Source: an optimization exercise on an open RTL-to-GDS flow (aim: small area, a short achievable clock period and few clock cycles per item). Production flows keep margins and buffers that such runs may drop. In this exercise RTL edits were held to simulation tests only and were not proved equivalent to the original.

`flow/design.v`:
```
module wave_codec (
    input  wire        clk,
    input  wire        rst,         
    input  wire        start,       
    input  wire [7:0]  cfg_q,       
    input  wire        cfg_pred2,   
    input  wire        in_valid,
    output wire        in_ready,
    input  wire [31:0] in_sample,   
    output wire        out_valid,
    input  wire        out_ready,
    output wire [7:0]  out_byte
);
    localparam [2:0] S_A   = 3'd0,    
                     S_B   = 3'd1,    
                     S_DIV = 3'd2,    
                     S_W   = 3'd3,    
                     S_I   = 3'd4;    
    reg [2:0]  state;
    reg        rdy;         
    reg [12:0] s8;          
    reg [14:0] s8x3;        
    reg [6:0]  tz, tp;      
    reg        ll;          
    reg        pred2;
    reg [32:0] r1;          
    reg [34:0] xa;          
    reg        neg;
    reg [34:0] dq;          
    reg [12:0] rem;         
    reg [2:0]  lo3;         
    reg [3:0]  cnt;
    reg [34:0] zz;
    reg        ov;
    wire [15:0] remf = {rem, lo3};
    wire [15:0] h16  = {1'b0, s8, 2'b00};
    wire [15:0] u    = neg ? h16 : remf;
    wire [15:0] v    = neg ? remf : h16;
    wire [17:0] rlo  = {2'b0, xr[15:0]} + {2'b0, v} - {2'b0, u};
    wire [31:0] xr   = pred2 ? ~xa[32:1] : ~xa[31:0];    
    wire [16:0] xhi  = {xr[31], xr[31:16]};
    wire [16:0] xhp  = xhi + 17'd1;
    wire [16:0] xhm  = xhi - 17'd1;
    wire [16:0] rhi  = rlo[17] ? xhm : rlo[16] ? xhp : xhi;
    wire [32:0] rp   = {rhi, rlo[15:0]};
    wire [34:0] xs   = {{3{in_sample[31]}}, in_sample};
    wire [34:0] ra   = {{2{r1[32]}}, r1};
    wire [34:0] ua   = pred2 ? {18'd0, u, 1'b0} : {19'd0, u};
    wire [34:0] va   = pred2 ? ~{18'd0, v, 1'b0} : ~{19'd0, v};
    wire [34:0] hh   = {19'd0, h16};
    wire [34:0] cs1  = xa ^ ra ^ hh;
    wire [34:0] cc1  = {(xa[33:0] & ra[33:0]) | (xa[33:0] & hh[33:0]) | (ra[33:0] & hh[33:0]), 1'b1};
    wire [34:0] cs2  = cs1 ^ cc1 ^ ua;
    wire [34:0] cc2  = {(cs1[33:0] & cc1[33:0]) | (cs1[33:0] & ua[33:0]) | (cc1[33:0] & ua[33:0]), ll};
    wire [34:0] cs3  = cs2 ^ cc2 ^ va;
    wire [34:0] cc3  = {(cs2[33:0] & cc2[33:0]) | (cs2[33:0] & va[33:0]) | (cc2[33:0] & va[33:0]), 1'b0};
    wire [34:0] ap   = cs3 ^ cc3 ^ xs;
    wire [34:0] bp   = {(cs3[33:0] & cc3[33:0]) | (cs3[33:0] & xs[33:0]) | (cc3[33:0] & xs[33:0]), 1'b0};
    reg  [34:0] gg, pp;
    integer i, j;
    always @* begin
        gg = ap & bp;
        pp = ap ^ bp;
        for (i = 1; i <= 6; i = i + 1)
            for (j = (1 << i) - 1; j < 35; j = j + (1 << i)) begin
                gg[j] = gg[j] | (pp[j] & gg[j - (1 << (i - 1))]);
                pp[j] = pp[j] & pp[j - (1 << (i - 1))];
            end
        for (i = 6; i > 0; i = i - 1)
            for (j = (1 << i) + (1 << (i - 1)) - 1; j < 35; j = j + (1 << i)) begin
                gg[j] = gg[j] | (pp[j] & gg[j - (1 << (i - 1))]);
                pp[j] = pp[j] & pp[j - (1 << (i - 1))];
            end
    end
    wire [34:0] hp   = ap ^ bp;
    wire [34:0] w0   = hp ^ {gg[33:0], 1'b0};
    wire [34:0] w1   = hp ^ {gg[33:0] | pp[33:0], 1'b1};
    wire        neg_a = w0[34];
    wire [33:0] num_a = neg_a ? ~w0[33:0] : (ll ? w0[33:0] : w1[33:0]);
    wire [30:0] nq  = dq[33:3];
    function cw;
        input [24:0] b;             
        input [6:0]  tz, tp;
        begin
            cw = ~|b[24:13] & ~|(b[12:6] & tz) & ~|(b[12:6] & b[11:5] & tp);
        end
    endfunction
    wire c2  = ~|nq[30:27] & cw(nq[26:2],  tz, tp);
    wire c4  = ~|nq[30:29] & cw(nq[28:4],  tz, tp);
    wire c6  =               cw(nq[30:6],  tz, tp);
    wire c8  =               cw({2'b0, nq[30:8]},  tz, tp);
    wire c12 =               cw({6'b0, nq[30:12]}, tz, tp);
    wire o2  = c2;
    wire o4  = c4  & ~c2;
    wire o6  = c6  & ~c4;
    wire o8  = c8  & ~c6;
    wire o12 = c12 & ~c8;
    wire o24 = ~c12;
    wire [14:0] tt_b =
          ({15{o2 }} & nq[14:0])
        | ({15{o4 }} & nq[16:2])
        | ({15{o6 }} & nq[18:4])
        | ({15{o8 }} & nq[20:6])
        | ({15{o12}} & nq[24:10])
        | ({15{o24}} & {6'd0, nq[30:22]});
    wire [32:0] dq_b =
          ({33{o4 }} & {nq[1:0],  31'd0})
        | ({33{o6 }} & {nq[3:0],  29'd0})
        | ({33{o8 }} & {nq[5:0],  27'd0})
        | ({33{o12}} & {nq[9:0],  23'd0})
        | ({33{o24}} & {nq[21:0], 11'd0});
    wire [3:0] cnt_b =
          ({4{o4 }} & 4'd1) | ({4{o6 }} & 4'd2) | ({4{o8 }} & 4'd3)
        | ({4{o12}} & 4'd5) | ({4{o24}} & 4'd11);
    wire        in_b = (state == S_B);
    wire [14:0] tt  = in_b ? tt_b : {rem, dq[34:33]};
    wire [32:0] dqs = in_b ? dq_b : dq[32:0];
    wire [15:0] d1  = {1'b0, tt} - {3'b0, s8};
    wire [15:0] d2  = {1'b0, tt} - {2'b0, s8, 1'b0};
    wire [15:0] d3  = {1'b0, tt} - {1'b0, s8x3};
    wire        g1  = ~d1[15];
    wire        g2  = ~d2[15];
    wire        g3  = ~d3[15];
    wire [12:0] rem_s = g3 ? d3[12:0] : g2 ? d2[12:0] : g1 ? d1[12:0] : tt[12:0];
    wire [34:0] dq_s  = {dqs, g2, g3 | (g1 & ~g2)};
    wire done_s = in_b ? (ll | o2) : (state == S_DIV) & (cnt == 4'd1);
    wire [34:0] zsrc = (in_b & ll) | (state == S_W) ? dq : dq_s;
    wire more   = |zz[34:7];
    wire can_ld = ~ov | (out_ready & ~more);
    wire ld_z   = can_ld & (done_s | (state == S_W));
    assign in_ready  = rdy;
    assign out_valid = ov;
    assign out_byte  = {more, zz[6:0]};
    wire [12:0] s8_in = {s8[5:0], 7'd0} - {5'd0, s8[5:0], 2'd0} + {7'd0, s8[5:0]};
    wire [6:0]  lead  = {s8_in[12], s8_in[11] & ~s8_in[12], s8_in[10] & ~|s8_in[12:11],
                         s8_in[9] & ~|s8_in[12:10], s8_in[8] & ~|s8_in[12:9],
                         s8_in[7] & ~|s8_in[12:8], s8_in[6] & ~|s8_in[12:7]};
    wire [6:0]  nxt   = {s8_in[11], s8_in[10], s8_in[9], s8_in[8], s8_in[7], s8_in[6], s8_in[5]};
    wire        b2    = |(lead & nxt);                
    wire [6:0]  ge    = {1'b1, ~|s8_in[12:12], ~|s8_in[12:11], ~|s8_in[12:10],
                         ~|s8_in[12:9], ~|s8_in[12:8], ~|s8_in[12:7]};
    wire [6:0]  tz_in = b2 ? (ge & ~lead) : ge;
    wire [6:0]  tp_in = b2 ? lead : 7'd0;
    always @(posedge clk) begin
        if (rst) begin
            state <= S_A;
            rdy   <= 1'b1;
            ov    <= 1'b0;
        end else begin
            if (ld_z) begin
                zz <= {zsrc[33:0], neg};
                ov <= 1'b1;
            end else if (ov & out_ready) begin
                zz <= {7'd0, zz[34:7]};
                if (~more) ov <= 1'b0;
            end
            case (state)
                S_A, S_I: begin
                    if (start) begin
                        s8    <= {7'd0, cfg_q[5:0]};
                        ll    <= (cfg_q[5:0] == 6'd0);
                        pred2 <= cfg_pred2;
                        r1    <= 33'd0;
                        xa    <= {35{1'b1}};
                        neg   <= 1'b0;
                        rdy   <= 1'b0;
                        state <= S_I;
                    end else if (state == S_I) begin
                        s8    <= s8_in;
                        tz    <= tz_in;
                        tp    <= tp_in;
                        s8x3  <= {1'b0, s8[5:0], 8'd0} + {2'b0, s8[5:0], 7'd0} - {6'd0, s8[5:0], 3'd0} - {9'd0, s8[5:0]};
                        rem   <= {1'b0, s8_in[12:1]};
                        lo3   <= {s8_in[0], 2'b00};
                        rdy   <= 1'b1;
                        state <= S_A;
                    end else if (in_valid) begin
                        r1    <= pred2 ? rp : 33'd0;
                        xa    <= pred2 ? ~(xs << 1) : ~xs;
                        rdy   <= 1'b0;
                        neg   <= neg_a;
                        dq    <= {1'b0, num_a};
                        rem   <= 13'd0;
                        lo3   <= ll ? 3'd0 : num_a[2:0];
                        state <= S_B;
                    end
                end
                S_B: begin
                    if (~ll) begin
                        rem <= rem_s;
                        dq  <= dq_s;
                        cnt <= cnt_b;
                    end
                    if (done_s) begin
                        state <= ld_z ? S_A : S_W;
                        rdy   <= ld_z;
                    end else
                        state <= S_DIV;
                end
                S_DIV: begin
                    rem <= rem_s;
                    dq  <= dq_s;
                    cnt <= cnt - 4'd1;
                    if (done_s) begin
                        state <= ld_z ? S_A : S_W;
                        rdy   <= ld_z;
                    end
                end
                S_W: begin
                    if (ld_z) begin
                        state <= S_A;
                        rdy   <= 1'b1;
                    end
                end
                default: state <= S_A;
            endcase
        end
    end
endmodule
```
`flow/flow/run.sh`:
```
#!/bin/bash
set -euo pipefail
bash standard.sh finish SETUP_SLACK_MARGIN=6 TNS_END_PERCENT=100 > layout_make.log 2>&1
```
`flow/standard.sh`:
```
#!/bin/bash
# synth_recipe.tcl (not shown) runs the flow's synth.tcl, then flattens the netlist and writes it again
# the make line also repeats each setting of config.mk as NAME=value (left out here)
make -C /OpenROAD-flow-scripts/flow DESIGN_CONFIG=/design/flow/config.mk WORK_HOME=/design/flow/orfs CLKGATE_MAP_FILE= SYNTH_SCRIPT=/design/flow/synth_recipe.tcl "${@:-finish}"
```
`flow/config.mk`:
```
export PLATFORM = sky130hd
export DESIGN_NAME = wave_codec
export DESIGN_NICKNAME = wave_codec
export VERILOG_FILES = /design/flow/design.v
export SDC_FILE = /design/flow/constraint.sdc
export NUM_CORES = 4
export LEC_CHECK = 0
export CAP_MARGIN = 20
export CORE_MARGIN = 2
export CORE_UTILIZATION = 55
export PLACE_DENSITY = 0.65
export SLEW_MARGIN = 20
```
`flow/constraint.sdc`:
```
create_clock -name core_clock -period 12.0 [get_ports {clk}]
set_input_delay 2.4000 -clock core_clock [delete_from_list [all_inputs] [get_ports {clk}]]
set_output_delay 2.4000 -clock core_clock [all_outputs]
set_load 0.01 [all_outputs]
```
==> metrics.cfg <==
[logic_synthesis]
syn-cell-area_um2=21300
seq_area_frac_synth_pct=28.8
synth_cells=2378
syn_nets=2721
synth-seq-cells=206
synth.largest_area_cell=edfxtp_1
ys_warn_count=1
yosysTopAreaCellShare_pct=28.3
synth_cell_types=83
synth.most_common_cell=inv_1
synth_commonest_cells=inv_1, nand2_1, edfxtp_1, nor2_1, ha_1
syn_area_per_cell_um2=8.97
synthTopCellsByArea=edfxtp_1, fa_1, ha_1, inv_1, nand2_1
synth_flop_cell=edfxtp_1
synth_edf_count=201
async_flop_share_pct=0

[final_layout]
antennaDiodeCount=0
ff_latch_area_um2=6140
drive_above_1_share_pct=12.9
syn_to_final_growth_pct=16.6
nNetsFinal=2792
fill_cells=3197
multi_input_area_um2=14600

[global_routing]
antenna_found_initial=0
grt_pass1_vias=17937
grt_overflow=0
grt_pass1_wl_um=100000
grt_max_degree=68
groute.usage.overall_pct=31.7

[route]
vias=18515
wl_per_cell_um=22.1
drt_pre_antenna_iters=9
drt_wl_total_um=66000
viasPerCell=6.20
ant_nets=0
drc=0
drt_iter0_drc=1847

[timing]
hold_viol=0
fin_ws_ns=5.98
max_freq_mhz=166
worstMarginPinSlew_ns=0.918
fin_setup_tns_ns=0
slew_headroom_pct=38.0
min_period_over_period_pct=50.1
finalSetupViolations=0
skew_ns=0.0447
period_minus_slack_ns=6.02
slew_viol_final=0
rsz0062_at_grt=yes

[placement]
place.gp.congestion=0.946
place_ws_ns=4.70
dp_hpwl_um=47500
port_buffers=53

[worst_setup_path]
worstSetupStartpointType=register
required_ns=12.32
r2r.worst_path.cells=22
cp-end-kind=register
r2r-start=neg
critPathMaxFanout=7
r2r_end=dq[5]
r2r_slack_ns=5.98
worstSetupEndpoint=dq[5]
crit_start=neg
arrival_ns=6.33
crit_type=register to register

[cts]
numCtsBuffers=27
cts_tree=yes
clk_pin_slew_ns=0.07
clkSinkCount=206
clk_latency_ns=0.59
clock_path_buffers=3
h-tree-depth=1
ctsRootBufferMaster=clkbuf_16

[floorplan]
start_util_pct=55.5
die_area_um2=40400
die_x_um=201
core_area_um2=38500
io_pins=56
die_h_um=201
rows=72

[hold_path]
whs_path_depth=2
hold_class=register to register

[flow_run]
maxCapViolCount=0

[run_status]
status=no timing/DRC/antenna violations

[layout make-up]
type                    count  share of cell area, %
clock buffers              36                   2.97
clock inverters            12                  0.528
inverters                 247                   3.75
multi-input cells        1802                   58.7
flip-flops and latches    206                   24.7
well taps                 518                   2.60
repair buffers            165                   6.82
[state kept, by name, indices dropped and copies added, names as in the netlist, 3 cells and up]
name,flops
cnt,4
dq,35
lo3,3
r1,33
rem,13
s8,13
s8x3,15
state,3
tp,7
tz,7
xa,33
zz,35
[per-layer routing]
metal,global-route usage (%),vias to the layer above,share of wire (%)
met2,50.3,835,45
met5,0,-,0
met4,12.4,0,4.6
met3,4.92,170,8.2
li1,-,8627,-
met1,43.6,8883,42
[metrics by stage]
| stage | cell area [µm²] | util, % | instances | hold slack (ns) |
|---|---|---|---|---|
| after floorplan | 21400 | - | 2378 | 0.516 |
| after global placement | 22300 | 58.0 | 2853 | 0.539 |
| final | 24900 | 64.7 | 2986 | 0.554 |
| after global routing | 24900 | 64.7 | 2986 | 0.582 |
| after CTS | 23800 | 61.8 | 2923 | 0.558 |
| after detailed placement | 22300 | 58.0 | 2853 | 0.546 |
[critical path, stage by stage (launching register included)]
cell and delay [ns]:
edfxtp_1 0.36, buf_6 0.16, buf_12 0.18, mux2i_4 0.33, mux2i_2 0.13, fa_1 0.55
inv_1 0.06, fa_1 0.48, inv_1 0.06, fa_2 0.52, ha_4 0.19, a2111o_1 0.41
a211oi_4 0.32, buf_6 0.15, nor3b_4 0.05, o2111ai_4 0.23, a21boi_2 0.11, o21a_2 0.25
xnor2_4 0.31, buf_12 0.20, mux2i_1 0.25, xor2_1 0.31, o21ai_1 0.09
[layout by cell type (no fill, tap or decap), drive strengths merged, types with 39 or more instances in the layout]
master,instances
a21o,44
a21oi,155
buf,103
clkbuf,40
clkdlybuf4s50,39
edfxtp,201
fa,117
ha,180
inv,246
mux2i,78
nand2,244
nand3,39
nor2,196
nor3,40
o21ai,152
xnor2,74
[repair_timing]
action,in CTS,in global routing
endpoints found under the setup margin,52,50
gates resized for setup,67,121
pin swaps,11,47
buffers inserted,15,59
hold buffers,0,0
cloned,7,4
[worst min path at each step]
| stage | end | slack, ns | from |
|---|---|---|---|
| 2_1_floorplan | rdy | 0.52 | rdy |
| 5_1_grt | zz[15] | 0.58 | zz[22] |
| 4_1_cts | zz[13] | 0.56 | zz[20] |
| 3_5_place_dp | zz[26] | 0.55 | zz[33] |
| 6_report | zz[15] | 0.55 | zz[22] |
| 3_3_place_gp | zz[21] | 0.54 | zz[28] |
[logic make-up (layout without fill, tap and decap cells)]
kind of cell               Yosys count  count (layout)  share of synthesized area, %
muxes                              105             105                          5.10
xor gates and xnor gates           110             110                          4.55
buffers and inverters              370             460                          6.77
adders and majority gates          297             297                          21.5
and+or+nand+nor                    680             680                          14.7
DFF                                206             206                          28.8
AOI/OAI and AO/OA                  610             610                          18.6
Testbench counts, summed over its fixed seeds: cycles 26,679, items 9,600.

-- what the ideal ports hide --
No port has a modelled driver above. Below, the same layout with a new extraction and two added sets of constraints.
Step 1 sets driving cells, clkbuf_16 on the clock port and buf_2 on the other inputs (assumed; they add their load-dependent delay and slew).
Step 2 also shifts input and output timing later by t, the mid clock arrival at the registers, as if the neighbouring blocks saw the same clock.
Slacks: ideal ports / drivers / drivers and shift; pairs: ideal ports / drivers.
t (ns): 0.627
setup slack, ns: 5.985 / 5.985 / 5.400
worst slew at a driven data input, ns: 0.06
After both steps this run still meets setup and hold. For this run, drivers alone change the setup slack by 0.000 ns; drivers and shift together by -0.585 ns.
